Background: an optimization exercise with open tools, aiming at small area and a short achievable clock period. Do not read the settings as production practice. In this exercise RTL edits were held to simulation tests only and were not proved equivalent to the original. Power and IR drop assume default switching activity.

==> flow/design.v <==
module lane_contrib (
    input  wire          clk,
    input  wire          rst,
    input  wire          in_valid,
    input  wire          m_kind4,
    input  wire [3:0]    m_count,
    input  wire [4:0]    m_exp,
    input  wire [1:0]    w_fmt,       
    input  wire [7:0]    w_scale,
    input  wire [7:0]    w_offset,
    input  wire [63:0]   w_code,
    input  wire [127:0]  esc_entry,
    input  wire [7:0]    esc_ok,
    output reg           out_valid,
    output reg  [255:0]  out_contrib,
    output reg  [7:0]    out_sat,
    output reg  [7:0]    out_nonfin,
    output reg  [7:0]    out_escovr
);
    reg v1, v2;
    always @(posedge clk) begin
        if (rst) begin
            v1 <= 1'b0; v2 <= 1'b0; out_valid <= 1'b0;
        end else begin
            v1 <= in_valid; v2 <= v1; out_valid <= v2;
        end
    end
    wire [4:0] mq = m_kind4 ? {m_count[3], m_count} : {1'b0, m_count};
    wire [4:0] me = m_kind4 ? m_exp : 5'd0;
    wire block    = w_fmt[1];
    wire constant = block && (w_scale == 8'd0);
    wire esc_bs4  = block && !w_fmt[0];    
    wire signed [9:0] rb = -10'sd90 - $signed({5'd0, me});
    wire signed [8:0] es = block ? 9'sd248 - $signed({1'b0, w_scale}) : 9'sd121;
    wire d0_one = mq[0];
    wire d0_two = mq[1] & ~mq[0];
    wire d1_one = mq[2] ^ mq[1];
    wire d1_two = (mq[3] & ~mq[2] & ~mq[1]) | (~mq[3] & mq[2] & mq[1]);
    wire d2_one = mq[4] ^ mq[3];
    reg signed [9:0] rb_1;
    always @(posedge clk) rb_1 <= rb;
    genvar i;
    generate
        for (i = 0; i < 8; i = i + 1) begin : g_lane
            wire [7:0]  code  = w_code[8*i +: 8];
            wire [15:0] entry = esc_entry[16*i +: 16];
            wire        ok    = esc_ok[i];
            wire escc = esc_bs4 && (code[3:0] == 4'b1000);
            wire esc  = escc && !constant;
            wire [7:0] b_exp = entry[14:7];
            wire [6:0] b_man = entry[6:0];
            wire b_ff  = (b_exp == 8'hFF);
            wire b_nan = b_ff && (b_man != 7'd0);
            wire [8:0] q  = w_fmt[0] ? {code[7], code} : {{5{code[3]}}, code[3:0]};
            wire [8:0] aw = escc ? ((ok && !b_nan) ? {2'b01, b_man} : 9'd0) : q;
            wire [8:0] a  = constant ? {w_offset[7], w_offset} : aw;
            wire [8:0] e  = constant ? 9'sd121 : escc ? {1'b0, ~b_exp} : es;
            wire flip = esc & entry[15];
            reg  [8:0] a_1, e_1;
            reg        o0_1, t0_1, o1_1, t1_1, o2_1;    
            reg        n0_1, n1_1, n2_1, nf_1, eo_1;    
            always @(posedge clk) begin
                a_1  <= a;
                e_1  <= e;
                o0_1 <= d0_one;
                t0_1 <= d0_two;
                o1_1 <= d1_one;
                t1_1 <= d1_two;
                o2_1 <= d2_one;
                n0_1 <= mq[1] ^ flip;
                n1_1 <= mq[3] ^ flip;
                n2_1 <= mq[4] ^ flip;
                nf_1 <= esc && ok && b_ff;
                eo_1 <= esc && !ok;
            end
            wire signed [9:0] r = rb_1 + {e_1[8], e_1};
            wire big   = r[9];                             
            wire under = !r[9] && (r > 10'sd43);           
            wire [9:0] a10 = {a_1[8], a_1};
            wire [9:0] m0 = (o0_1 ? a10 : 10'd0) | (t0_1 ? {a_1, 1'b0} : 10'd0);
            wire [9:0] m1 = (o1_1 ? a10 : 10'd0) | (t1_1 ? {a_1, 1'b0} : 10'd0);
            wire [9:0] m2 = (o2_1 ? a10 : 10'd0);
            wire [9:0] u0 = m0 ^ {10{n0_1}};
            wire [9:0] u1 = m1 ^ {10{n1_1}};
            wire [9:0] u2 = m2 ^ {10{n2_1}};
            wire sg0 = u0[9], sg1 = u1[9];
            wire [13:0] ra  = {sg0 | sg1, sg0 ^ sg1, sg0, sg0, u0};
            wire [13:0] rbw = {2'b00, u1, 1'b0, n0_1};
            wire [13:0] rcw = {u2, 1'b0, n1_1, 2'b00};
            wire [13:0] rd  = {9'd0, n2_1, 4'd0};
            wire [13:0] x1 = ra ^ rbw ^ rcw;
            wire [13:0] y1 = ((ra & rbw) | (ra & rcw) | (rbw & rcw)) << 1;
            wire [13:0] x2 = x1 ^ y1 ^ rd;
            wire [13:0] y2 = ((x1 & y1) | (x1 & rd) | (y1 & rd)) << 1;
            wire [13:0] sum = x2 + y2;
            reg [12:0] p_2;
            reg [5:0]  r_2;
            reg        big_2, zero_2, nf_2, eo_2;
            always @(posedge clk) begin
                p_2    <= sum[12:0];
                r_2    <= r[5:0];
                big_2  <= big;
                zero_2 <= under;
                nf_2   <= nf_1;
                eo_2   <= eo_1;
            end
            wire [12:0] pz = zero_2 ? 13'd0 : p_2;
            wire sgn = pz[12];
            wire [11:0] u = pz[11:0] ^ {12{sgn}};
            reg  [11:0] t;       
            reg  [11:0] z;       
            integer k;
            always @(*) begin
                t[11] = u[11];
                for (k = 10; k >= 0; k = k - 1) t[k] = t[k+1] | u[k];
                z[0] = !pz[0];
                for (k = 1; k < 12; k = k + 1) z[k] = z[k-1] & !pz[k];
            end
            wire nz   = sgn | t[0];
            wire [15:0] tv = {4'd0, t};
            wire lovf = (r_2[5:4] == 2'b00) && tv[r_2[3:0]];
            wire sat  = big_2 ? nz : lovf;
            wire signed [43:0] wide = {pz, 31'd0};
            wire [43:0] y = wide >>> r_2;
            wire rgt = r_2[5] && !r_2[4];
            wire [3:0]  gi = r_2[3:0];
            wire [15:0] gv = {4'd0, pz[11:0]};
            wire [15:0] sv = {3'd0, ~z[11:0], 1'b0};    
            wire g  = gv[gi];
            wire st = sv[gi];
            wire inc = rgt && g && (st || y[0]);
            wire [13:0] yr = y[13:0] + {13'd0, inc};
            wire [31:0] res = rgt ? {{18{yr[13]}}, yr} : y[31:0];
            always @(posedge clk) begin
                out_contrib[32*i +: 32] <= sat ? {sgn, {31{!sgn}}} : res;
                out_sat[i]    <= sat;
                out_nonfin[i] <= nf_2;
                out_escovr[i] <= eo_2;
            end
        end
    endgenerate
endmodule
clock: 16.0 ns
lec_check: 0
cap_margin: 50
core_margin: 2
core_utilization: 60
slew_margin: 75
standard.sh (not shown) runs the stock make flow with config.mk's settings and CLKGATE_MAP_FILE= SYNTH_SCRIPT=/design/flow/synth_recipe.tcl, a recipe that flattens the netlist after the stock synthesis.
==> flow/flow/run.sh <==
#!/bin/bash
# The standard layout (the standard.sh: ORFS synthesis through finish),
# with every input and output port buffered by sky130_fd_sc_hd__buf_1
# instead of the cell buffer_ports picks by itself.
set -euo pipefail
export BUFFER_PORTS_ARGS="-buffer_cell sky130_fd_sc_hd__buf_1"
bash standard.sh finish > standard_flow.log 2>&1
The first run finished clean.
Next try:
--- a/flow/design.v
+++ b/flow/design.v
@@ -38,7 +38,11 @@
     wire d1_two = (mq[3] & ~mq[2] & ~mq[1]) | (~mq[3] & mq[2] & mq[1]);
     wire d2_one = mq[4] ^ mq[3];
     reg signed [9:0] rb_1;
-    always @(posedge clk) rb_1 <= rb;
+    reg signed [8:0] es_1;
+    always @(posedge clk) begin
+        rb_1 <= rb;
+        es_1 <= constant ? 9'sd121 : es;
+    end
     genvar i;
     generate
         for (i = 0; i < 8; i = i + 1) begin : g_lane
@@ -54,14 +58,16 @@
             wire [8:0] q  = w_fmt[0] ? {code[7], code} : {{5{code[3]}}, code[3:0]};
             wire [8:0] aw = escc ? ((ok && !b_nan) ? {2'b01, b_man} : 9'd0) : q;
             wire [8:0] a  = constant ? {w_offset[7], w_offset} : aw;
-            wire [8:0] e  = constant ? 9'sd121 : escc ? {1'b0, ~b_exp} : es;
             wire flip = esc & entry[15];
-            reg  [8:0] a_1, e_1;
+            reg  [8:0] a_1;
+            reg  [7:0] x_1;      
+            reg        esc_1;
             reg        o0_1, t0_1, o1_1, t1_1, o2_1;    
             reg        n0_1, n1_1, n2_1, nf_1, eo_1;    
             always @(posedge clk) begin
                 a_1  <= a;
-                e_1  <= e;
+                x_1  <= b_exp;
+                esc_1 <= esc;
                 o0_1 <= d0_one;
                 t0_1 <= d0_two;
                 o1_1 <= d1_one;
@@ -73,7 +79,8 @@
                 nf_1 <= esc && ok && b_ff;
                 eo_1 <= esc && !ok;
             end
-            wire signed [9:0] r = rb_1 + {e_1[8], e_1};
+            wire [8:0] e = esc_1 ? {1'b0, ~x_1} : es_1;
+            wire signed [9:0] r = rb_1 + {e[8], e};
             wire big   = r[9];                             
             wire under = !r[9] && (r > 10'sd43);           
             wire [9:0] a10 = {a_1[8], a_1};
@@ -129,8 +136,8 @@
             wire g  = gv[gi];
             wire st = sv[gi];
             wire inc = rgt && g && (st || y[0]);
-            wire [13:0] yr = y[13:0] + {13'd0, inc};
-            wire [31:0] res = rgt ? {{18{yr[13]}}, yr} : y[31:0];
+            wire [14:0] yr = {1'b0, y[13:0]} + {14'd0, inc};
+            wire [31:0] res = {y[31:14] & {18{!yr[14]}}, yr[13:0]};
             always @(posedge clk) begin
                 out_contrib[32*i +: 32] <= sat ? {sgn, {31{!sgn}}} : res;
                 out_sat[i]    <= sat;
Clock skew shrinks by 0.0082 ns.
Utilization fell by 0.19 points.
First-iteration DRC count fell by 9.5%.
Sequential power came out higher by about 1%.
Die area drops by 0.54%.
Wire length went down by 2.3%.
Cell count fell by 2.7%.
Worst setup slack loses 0.019 ns.
Synthesized cell count decreases by 3.3%.
Design area went down by 0.60%.
Clock power stays flat.
Combinational power fell by about 1%.

what the ideal ports hide:
Ports are ideal in the flow. The routed layouts listed here were re-timed in OpenROAD. Step 1, drivers: a clkbuf_16 drives clk and a buf_2 each remaining input, both assumed. Step 2 adds t to the input delays and takes it off the output delays; t is the mean of the earliest and latest rising clock arrival at the registers after step 1. Input paths then give back, and output paths get back, about the clock's delay inside the block. Three values: ideal, step 1, step 2; two values: the first two.
| run | t, ns | slack for setup (ns) | worst hold slack (ns) |
|---|---|---|---|
| the first run | 0.695 | 11.400 / 11.438 / 10.755 | 0.318 / 0.318 / 0.318 |
| the second run | 0.695 | 11.381 / 11.433 / 10.738 | 0.323 / 0.323 / 0.323 |
After both steps setup and hold are still met in every run listed. The setup slack of the first run, which loses most, moves by +0.038 ns with the drivers and by -0.645 ns with both steps.
